This is an optimization exercise on Yosys and OpenROAD, whose aim is small area, a short achievable clock period and few clock cycles per item, not a production implementation. In this exercise RTL edits were held to simulation tests only and were not proved equivalent to the original.

== v6 ==
Design aes_dp, start of the top module:
module aes_dp (
  input  wire         clk,
  input  wire         rst,         
  input  wire         in_valid,
  output wire         in_ready,
  input  wire [1:0]   in_op,       
  input  wire         in_key256,   
  input  wire [255:0] in_key,
  input  wire [127:0] in_data,
  output reg          out_valid,
  output wire [127:0] out_data
);
For scale: roughly 520 I/O pins, roughly 100000 sq um of cells after synthesis.
clock: 12.0 ns
lec_check: 0
cap_margin: 20
core_margin: 2
core_utilization: 50
place_density: 0.6
slew_margin: 20
run.sh (not shown) runs the stock make flow with config.mk's settings and CLKGATE_MAP_FILE= SYNTH_SCRIPT=/design/flow/synth_recipe.tcl, a recipe that flattens the netlist after the stock synthesis.
v6: no failed stages, no open violations at the end
Testbench counts of v6, summed over its fixed seeds: cycles 24,681, blocks 1,732.
diff inputs: v6 => v7
==> flow/flow/run.sh (new file) <==
#!/bin/bash
# The standard layout (the standard.sh: standard synthesis, floorplan,
# placement, CTS, routing) with repair_timing asked to keep a larger setup
# margin, so that it sizes and buffers the longest paths further.
set -euo pipefail
bash standard.sh SETUP_SLACK_MARGIN=7.5 finish > standard.log 2>&1
==> flow/standard.sh (new file) <==
#!/bin/bash
# synth_recipe.tcl (not shown) runs the flow's synth.tcl, then flattens the netlist and writes it again
# the make line also repeats each setting of config.mk as NAME=value (left out here)
make -C /OpenROAD-flow-scripts/flow DESIGN_CONFIG=/design/flow/config.mk WORK_HOME=/design/flow/orfs CLKGATE_MAP_FILE= SYNTH_SCRIPT=/design/flow/synth_recipe.tcl "${@:-finish}"
removed: flow/run.sh
Results
Setup slack: v7 more than v6

lagoon:
Starting RTL as in the previous note.
## aes_dp
module aes_dp (
  input  wire         clk,
  input  wire         rst,         
  input  wire         in_valid,
  output wire         in_ready,
  input  wire [1:0]   in_op,       
  input  wire         in_key256,   
  input  wire [255:0] in_key,
  input  wire [127:0] in_data,
  output reg          out_valid,
  output wire [127:0] out_data
);
Settings: LEC_CHECK=0, CAP_MARGIN=20, CORE_MARGIN=2, CORE_UTILIZATION=50, PLACE_DENSITY=0.6, SLEW_MARGIN=20; clock period 12.0 ns.
standard.sh (not shown) runs the stock make flow with config.mk's settings and CLKGATE_MAP_FILE= SYNTH_SCRIPT=/design/flow/synth_recipe.tcl, a recipe that flattens the netlist after the stock synthesis.
==> flow/flow/run.sh <==
#!/bin/bash
# The standard layout (the standard.sh: standard synthesis, floorplan,
# placement, CTS, routing) with repair_timing asked to keep a larger setup
# margin, so that it sizes and buffers the longest paths further.
set -euo pipefail
bash standard.sh SETUP_SLACK_MARGIN=8.0 finish > standard.log 2>&1
Testbench counts of lagoon, summed over its fixed seeds: cycles 24,681, blocks 1,732.
Input changes introduced in sierra (baseline for comparison: lagoon):
-- flow/flow/run.sh --
<<< lagoon, line 5
set -euo pipefail
bash standard.sh SETUP_SLACK_MARGIN=8.0 finish > standard.log 2>&1
>>> sierra, line 5
set -euo pipefail
bash standard.sh SETUP_SLACK_MARGIN=7.0 finish > standard.log 2>&1
==> results.txt <==
sierra: full flow OK, the timing, design-rule and antenna checks passed. Fmax: sierra lower than lagoon. Design area down 14% in sierra wrt lagoon. For sierra, the slowest cell on the critical path was sky130_fd_sc_hd__dfxtp_4, unlike lagoon, where it was sky130_fd_sc_hd__xnor2_1. Going from lagoon to sierra, count of cell instances traversed by the critical path shrinks by 3.

aes_dp, a different RTL version from the one above (not shown whole).
For scale: about 12,000 cells after synthesis, roughly 1,200 flip-flops, roughly 520 I/O pins.
clock: 12.0 ns
lec_check: 0
cap_margin: 20
core_margin: 2
core_utilization: 50
place_density: 0.6
slew_margin: 40
==> flow/flow/run.sh <==
#!/bin/bash
# The standard layout (the standard.sh: standard synthesis, floorplan,
# placement, CTS, routing) with two changes to how it is made:
# - repair_timing is asked to keep a larger setup margin, so that it sizes
#   and buffers the longest paths further;
# - the buffer that every input and output port gets is a buf_1 rather than
#   the cell buffer_ports picks by default (a delay buffer).
set -euo pipefail
bash standard.sh SETUP_SLACK_MARGIN=7.7 "BUFFER_PORTS_ARGS=-buffer_cell sky130_fd_sc_hd__buf_1" finish > standard.log 2>&1
Testbench counts at the start, summed over its fixed seeds: cycles 22,591, blocks 1,732.
Rerun with:
==> flow/flow/run.sh (replaced) <==
#!/bin/bash
# The standard layout (the standard.sh: standard synthesis, floorplan,
# placement, CTS, routing) with two changes to how it is made:
# - repair_timing is asked to keep a larger setup margin, so that it sizes
#   and buffers the longest paths further;
# - the buffer that every input and output port gets is a buf_2 rather than
#   the cell buffer_ports picks by default (a delay buffer).
set -euo pipefail
bash standard.sh SETUP_SLACK_MARGIN=7.5 "BUFFER_PORTS_ARGS=-buffer_cell sky130_fd_sc_hd__buf_2" finish > standard.log 2>&1
--- a/flow/config.mk
+++ b/flow/config.mk
@@ -11,2 +11,2 @@
 export PLACE_DENSITY = 0.6
-export SLEW_MARGIN = 40
+export SLEW_MARGIN = 20
After rerunning: With this change the flow finished but failed the layout checks on max-slew violations. Die area is unchanged. Cell area decreases by a few percent. Sequential share of layout area goes up by 0.63 points. Flip-flop and latch count stays the same. First-iteration DRC count stays flat. Cell count is lower slightly. Worst hold slack gets better by 6.1 ps. Fmax is lower slightly. Synthesized area is unchanged.
Rerun with:
--- a/flow/config.mk
+++ b/flow/config.mk
@@ -10,3 +10,4 @@
 export CORE_UTILIZATION = 50
+export GPL_TIMING_DRIVEN = 1
 export PLACE_DENSITY = 0.6
-export SLEW_MARGIN = 20
+export SLEW_MARGIN = 40
Now the flow finished clean; die area stays the same; final area stays flat; wire length is lower slightly; first-iteration DRC count is higher slightly; area after synthesis is unchanged.

Setup of oak:
Another version of the RTL of aes_dp (not shown whole).
For scale: roughly 11,000 cells after synthesis, roughly 1,100 flip-flops, ~520 I/O pins.
==> flow/config.mk <==
export PLATFORM = sky130hd
export DESIGN_NAME = aes_dp
export DESIGN_NICKNAME = aes_dp
export VERILOG_FILES = /design/flow/design.v
export SDC_FILE = /design/flow/constraint.sdc
export NUM_CORES = 8
export LEC_CHECK = 0
export CAP_MARGIN = 20
export CORE_MARGIN = 2
export CORE_UTILIZATION = 50
export PLACE_DENSITY = 0.6
export SLEW_MARGIN = 20
==> flow/constraint.sdc <==
create_clock -name core_clock -period 12.0 [get_ports {clk}]
set_input_delay 2.4000 -clock core_clock [delete_from_list [all_inputs] [get_ports {clk}]]
set_output_delay 2.4000 -clock core_clock [all_outputs]
set_load 0.01 [all_outputs]
==> flow/flow/run.sh <==
#!/bin/bash
# The standard layout (the standard.sh: standard synthesis, floorplan,
# placement, CTS, routing) with repair_timing asked to keep a larger setup
# margin, so that it sizes and buffers the longest paths further.
set -euo pipefail
bash standard.sh SETUP_SLACK_MARGIN=8.0 finish > standard.log 2>&1
Testbench counts of oak, summed over its fixed seeds: cycles 24,681, blocks 1,732.
### oak -> cedar
# oak
export LEC_CHECK = 0
export CAP_MARGIN = 20
export CORE_MARGIN = 2
export CORE_UTILIZATION = 50
export PLACE_DENSITY = 0.6
export SLEW_MARGIN = 20
create_clock -name core_clock -period 12.0 [get_ports {clk}]
# cedar
export LEC_CHECK = 0
export CAP_MARGIN = 20
export CORE_MARGIN = 2
export CORE_UTILIZATION = 25
export PLACE_DENSITY = 0.35
export SLEW_MARGIN = 20
create_clock -name core_clock -period 12.0 [get_ports {clk}]
==> flow/run.sh (new file) <==
#!/bin/bash
# synth_recipe.tcl (not shown) runs the flow's synth.tcl, then flattens the netlist and writes it again
# the make line also repeats each setting of config.mk as NAME=value (left out here)
make -C /OpenROAD-flow-scripts/flow DESIGN_CONFIG=/design/flow/config.mk WORK_HOME=/design/flow/orfs CLKGATE_MAP_FILE= SYNTH_SCRIPT=/design/flow/synth_recipe.tcl finish
removed: flow/flow/run.sh
removed: flow/standard.sh
==> results.txt <==
- The run showing the greater final core area utilization is oak.
- Time the final worst path needs with I/O delays and setup, cedar and oak, lower one = oak.
- Against oak as the reference, cedar delivers a higher first-pass GRT wire length.
- When the final numbers for cedar and oak were put side by side, the area of all placed cells without fillers turned out to be smaller in cedar.
- For the met1 routing resource usage after global routing, cedar came in 23 points lower than oak did.
- cedar vs oak, instance count: cedar higher
- Clock insertion delay at the later pin of the skew report for cedar is higher than for oak.
- Comparing cedar and oak, the lower buffer depth of the longest clock path is on oak.
- Layout-stage area growth over the synthesis result (cedar over oak): decrease, 27 points
- In the reports for cedar and oak, the larger total wire length belongs to cedar.

job 2702:
Another version of the RTL of aes_dp (not shown whole).
Size in the first run: about 1100 flip-flops, roughly 520 I/O pins.
export LEC_CHECK = 0
export CAP_MARGIN = 20
export CORE_MARGIN = 2
export CORE_UTILIZATION = 55
export CTS_CLUSTER_DIAMETER = 80
export CTS_CLUSTER_SIZE = 30
export PLACE_DENSITY = 0.65
export SLEW_MARGIN = 40
create_clock -name core_clock -period 12.0 [get_ports {clk}]
==> flow/flow/run.sh <==
#!/bin/bash
# The standard layout (the standard.sh: standard synthesis, floorplan,
# placement, CTS, routing) with two changes to how it is made:
# - repair_timing is asked to keep a larger setup margin, so that it sizes
#   and buffers the longest paths further;
# - the buffer that every input and output port gets is a buf_1 rather than
#   the cell buffer_ports picks by default (a delay buffer).
set -euo pipefail
bash standard.sh SETUP_SLACK_MARGIN=7.3 "BUFFER_PORTS_ARGS=-buffer_cell sky130_fd_sc_hd__buf_1" finish > standard.log 2>&1
Job 2702 | stages: all done | timing, DRC, antenna: all pass
Testbench counts of job 2702, summed over its fixed seeds: cycles 22,591, blocks 1,732.
The following lists how job 4274 was set up differently from job 2702:
# job 2702
export LEC_CHECK = 0
export CAP_MARGIN = 20
export CORE_MARGIN = 2
export CORE_UTILIZATION = 55
export CTS_CLUSTER_DIAMETER = 80
export CTS_CLUSTER_SIZE = 30
export PLACE_DENSITY = 0.65
export SLEW_MARGIN = 40
create_clock -name core_clock -period 12.0 [get_ports {clk}]
# job 4274
export LEC_CHECK = 0
export CAP_MARGIN = 20
export CORE_MARGIN = 2
export CORE_UTILIZATION = 55
export CTS_CLUSTER_DIAMETER = 80
export CTS_CLUSTER_SIZE = 30
export PLACE_DENSITY = 0.6
export SLEW_MARGIN = 40
create_clock -name core_clock -period 12.0 [get_ports {clk}]
diff --git a/flow/flow/run.sh b/flow/flow/run.sh
--- a/flow/flow/run.sh
+++ b/flow/flow/run.sh
@@ -9 +9 @@
-bash standard.sh SETUP_SLACK_MARGIN=7.3 "BUFFER_PORTS_ARGS=-buffer_cell sky130_fd_sc_hd__buf_1" finish > standard.log 2>&1
+bash standard.sh SETUP_SLACK_MARGIN=7.4 "BUFFER_PORTS_ARGS=-buffer_cell sky130_fd_sc_hd__buf_1" finish > standard.log 2>&1
- Job 4274 reached the end of the flow, and the finished layout is clean on the timing, design-rule and antenna checks.
- Relative to job 2702, the final cell area reported for job 4274 is higher.
- Delta (job 4274 minus job 2702): HPWL reported at the end of detailed placement went up by about 0.8%.
- For job 2702, the end of the critical path was kmid[0], unlike job 4274, where it was ks[43].
#### Input delta (job 415 over job 4274)
# job 4274
export LEC_CHECK = 0
export CAP_MARGIN = 20
export CORE_MARGIN = 2
export CORE_UTILIZATION = 55
export CTS_CLUSTER_DIAMETER = 80
export CTS_CLUSTER_SIZE = 30
export PLACE_DENSITY = 0.6
export SLEW_MARGIN = 40
create_clock -name core_clock -period 12.0 [get_ports {clk}]
# job 415
export LEC_CHECK = 0
export CAP_MARGIN = 20
export CORE_MARGIN = 2
export CORE_UTILIZATION = 55
export CTS_CLUSTER_DIAMETER = 80
export CTS_CLUSTER_SIZE = 30
export PLACE_DENSITY = 0.65
export SLEW_MARGIN = 40
create_clock -name core_clock -period 12.0 [get_ports {clk}]
==> results.txt <==
- Across job 415 and job 4274, none had a timing, DRC or antenna violation.
- Critical path required time in job 415 vs job 4274: up 0.15 ns
- Per the comparison of job 415 with job 4274, final worst setup slack went down 0.086 ns.
- Job 415 vs job 4274, final clock period utilization by the worst path went up by 0.72 points.
- Between job 415 and job 4274, critical path depth is higher for job 415, job 4274 comes in under that.
- Between job 415 and job 4274, the via count of the first global-routing pass does not differ in any meaningful way.
- Looking at fraction of met2 tracks used by global routing, job 415 sits 1.7 points below job 4274.
- On detailed-route vias per instance, job 4274 tracks job 415 almost exactly.
- Reported for job 415 and job 4274, post-route setup TNS turned out identical to the last digit.
- Buffer share of cell area: job 415 < job 4274
- Re utilization: job 415 is 0.49 points down on job 4274.
diff inputs: job 415 => job 457
# job 415
export LEC_CHECK = 0
export CAP_MARGIN = 20
export CORE_MARGIN = 2
export CORE_UTILIZATION = 55
export CTS_CLUSTER_DIAMETER = 80
export CTS_CLUSTER_SIZE = 30
export PLACE_DENSITY = 0.65
export SLEW_MARGIN = 40
create_clock -name core_clock -period 12.0 [get_ports {clk}]
# job 457
export LEC_CHECK = 0
export CAP_MARGIN = 20
export CORE_MARGIN = 2
export CORE_UTILIZATION = 60
export CTS_CLUSTER_DIAMETER = 80
export CTS_CLUSTER_SIZE = 30
export PLACE_DENSITY = 0.7
export SLEW_MARGIN = 40
create_clock -name core_clock -period 12.0 [get_ports {clk}]
Results
- Between job 415 and job 457, wire length increased.
- Number of hold buffers added after CTS delta (job 457 -> job 415): insignificant
- Summary — number of filler instances in the final layout, job 457 relative to job 415: lower, by about 15%.
- Going from job 415 to job 457, worst setup slack went down.
- Worst setup slack before clock tree synthesis up 0.14 ns in job 457 wrt job 415
Input-level comparison between job 5219 and job 457:
# job 457
export LEC_CHECK = 0
export CAP_MARGIN = 20
export CORE_MARGIN = 2
export CORE_UTILIZATION = 60
export CTS_CLUSTER_DIAMETER = 80
export CTS_CLUSTER_SIZE = 30
export PLACE_DENSITY = 0.7
export SLEW_MARGIN = 40
create_clock -name core_clock -period 12.0 [get_ports {clk}]
# job 5219
export LEC_CHECK = 0
export CAP_MARGIN = 20
export CORE_MARGIN = 2
export CORE_UTILIZATION = 50
export CTS_CLUSTER_DIAMETER = 70
export CTS_CLUSTER_SIZE = 35
export PLACE_DENSITY = 0.6
export SLEW_MARGIN = 40
create_clock -name core_clock -period 12.0 [get_ports {clk}]
diff --git a/flow/flow/run.sh b/flow/flow/run.sh
--- a/flow/flow/run.sh
+++ b/flow/flow/run.sh
@@ -9 +9 @@
-bash standard.sh SETUP_SLACK_MARGIN=7.4 "BUFFER_PORTS_ARGS=-buffer_cell sky130_fd_sc_hd__buf_1" finish > standard.log 2>&1
+bash standard.sh SETUP_SLACK_MARGIN=7.5 "BUFFER_PORTS_ARGS=-buffer_cell sky130_fd_sc_hd__buf_1" finish > standard.log 2>&1
Notes after the runs:
- Job 5219 has completed all stages; timing, DRC and antenna checks passed.
- Max standard cell area after detailed placement across job 5219 and job 457: job 5219
- Looking at clock latency on the worst-skew pair, job 5219 sits 0.03 ns higher than job 457 does.
- Job 457 has lower die area than job 5219.
- The core of job 5219 is less densely filled than that of job 457.
- Cmp job 5219 and job 457 / number of clock buffers inserted by TritonCTS / lower: job 457
- Relative to job 457, worst setup slack has gone up in job 5219.
Input-level comparison between job 5228 and job 5219:
# job 5219
export LEC_CHECK = 0
export CAP_MARGIN = 20
export CORE_MARGIN = 2
export CORE_UTILIZATION = 50
export CTS_CLUSTER_DIAMETER = 70
export CTS_CLUSTER_SIZE = 35
export PLACE_DENSITY = 0.6
export SLEW_MARGIN = 40
create_clock -name core_clock -period 12.0 [get_ports {clk}]
# job 5228
export LEC_CHECK = 0
export CAP_MARGIN = 20
export CORE_MARGIN = 2
export CORE_UTILIZATION = 55
export CTS_CLUSTER_DIAMETER = 80
export CTS_CLUSTER_SIZE = 30
export PLACE_DENSITY = 0.65
export SLEW_MARGIN = 40
create_clock -name core_clock -period 12.0 [get_ports {clk}]
diff --git a/flow/flow/run.sh b/flow/flow/run.sh
--- a/flow/flow/run.sh
+++ b/flow/flow/run.sh
@@ -3 +3,3 @@
-# placement, CTS, routing) with two changes to how it is made:
+# placement, CTS, routing) with three changes to how it is made:
+# - the buffers synthesis inserted are removed before placement (the
+#   resizer buffers the design itself);
@@ -9 +11 @@
-bash standard.sh SETUP_SLACK_MARGIN=7.5 "BUFFER_PORTS_ARGS=-buffer_cell sky130_fd_sc_hd__buf_1" finish > standard.log 2>&1
+bash standard.sh SETUP_SLACK_MARGIN=7.4 REMOVE_ABC_BUFFERS=1 "BUFFER_PORTS_ARGS=-buffer_cell sky130_fd_sc_hd__buf_1" finish > standard.log 2>&1
Notes after the runs:
Relative to job 5219, the number of clock-tree buffers in the layout measured on job 5228 has decreased by more than 10%.
In job 5228, the pin count of the biggest net entering global routing came out 14 below the value in job 5219.
The higher setup slack came out of job 5219.
Going from job 5219 to job 5228, number of inserted filler cells in the final layout shrinks by 12%.
Job 5228 can be clocked slower than job 5219.
Looking at final-layout non-clock buffer area share, job 5228 sits below job 5219.

## port drivers added, routing unchanged
In the flow no input, the clock included, has a driving cell. The finished layouts below were timed again as built, in two steps.
Step 1, drivers: a clkbuf_16 drives clk and a buf_2 each remaining input, both assumed.
Step 2 times the ports against the registers' clock, not the clock port: input delays grow and output delays shrink by t, the midpoint of the rising clock arrivals with the driver on.
Three values: ideal, step 1, step 2; two values: the first two.
| run | shift t [ns] | setup slack, ns | worst hold slack (ns) | worst register clock-pin slew, ns | worst data-port slew with drivers (ns) |
|---|---|---|---|---|---|
| v6 | 0.919 | 5.950 / 5.950 / 5.948 | 0.420 / 0.420 / 0.420 | 0.07 / 0.07 | 0.16 |
| v7 | 0.946 | 7.437 / 7.437 / 6.725 | 0.418 / 0.418 / 0.418 | 0.07 / 0.07 | 0.13 |
| lagoon | 0.928 | 7.788 / 7.788 / 7.205 | 0.409 / 0.409 / 0.409 | 0.08 / 0.08 | 0.14 |
| sierra | 0.923 | 7.032 / 7.032 / 6.229 | 0.412 / 0.412 / 0.412 | 0.08 / 0.08 | 0.12 |
| the first run of note 3 | 0.929 | 7.513 / 7.513 / 6.879 | 0.319 / 0.319 / 0.319 | 0.07 / 0.07 | 0.24 |
| the second run of note 3 | 0.917 | 7.482 / 7.482 / 6.770 | 0.325 / 0.325 / 0.325 | 0.07 / 0.07 | 0.23 |
| the third run of note 3 | 0.919 | 7.493 / 7.493 / 6.739 | 0.326 / 0.326 / 0.326 | 0.07 / 0.07 | 0.26 |
| oak | 0.917 | 7.273 / 7.273 / 7.134 | 0.410 / 0.410 / 0.410 | 0.07 / 0.07 | 0.12 |
| cedar | 0.957 | 5.522 / 5.522 / 5.522 | 0.429 / 0.429 / 0.429 | 0.07 / 0.07 | 0.11 |
| job 2702 | 0.876 | 7.191 / 7.191 / 6.670 | 0.332 / 0.332 / 0.332 | 0.11 / 0.11 | 0.24 |
| job 4274 | 0.865 | 7.383 / 7.383 / 6.926 | 0.317 / 0.317 / 0.317 | 0.12 / 0.12 | 0.22 |
| job 415 | 0.853 | 7.297 / 7.297 / 6.825 | 0.333 / 0.333 / 0.333 | 0.11 / 0.11 | 0.20 |
| job 457 | 0.836 | 7.113 / 7.113 / 6.967 | 0.336 / 0.336 / 0.336 | 0.12 / 0.12 | 0.18 |
| job 5219 | 0.887 | 7.392 / 7.392 / 6.767 | 0.327 / 0.327 / 0.327 | 0.09 / 0.09 | 0.21 |
| job 5228 | 0.875 | 7.228 / 7.228 / 6.662 | 0.339 / 0.339 / 0.339 | 0.12 / 0.12 | 0.06 |
For sierra, which loses most, drivers alone change the setup slack by 0.000 ns; drivers and shift together by -0.803 ns.
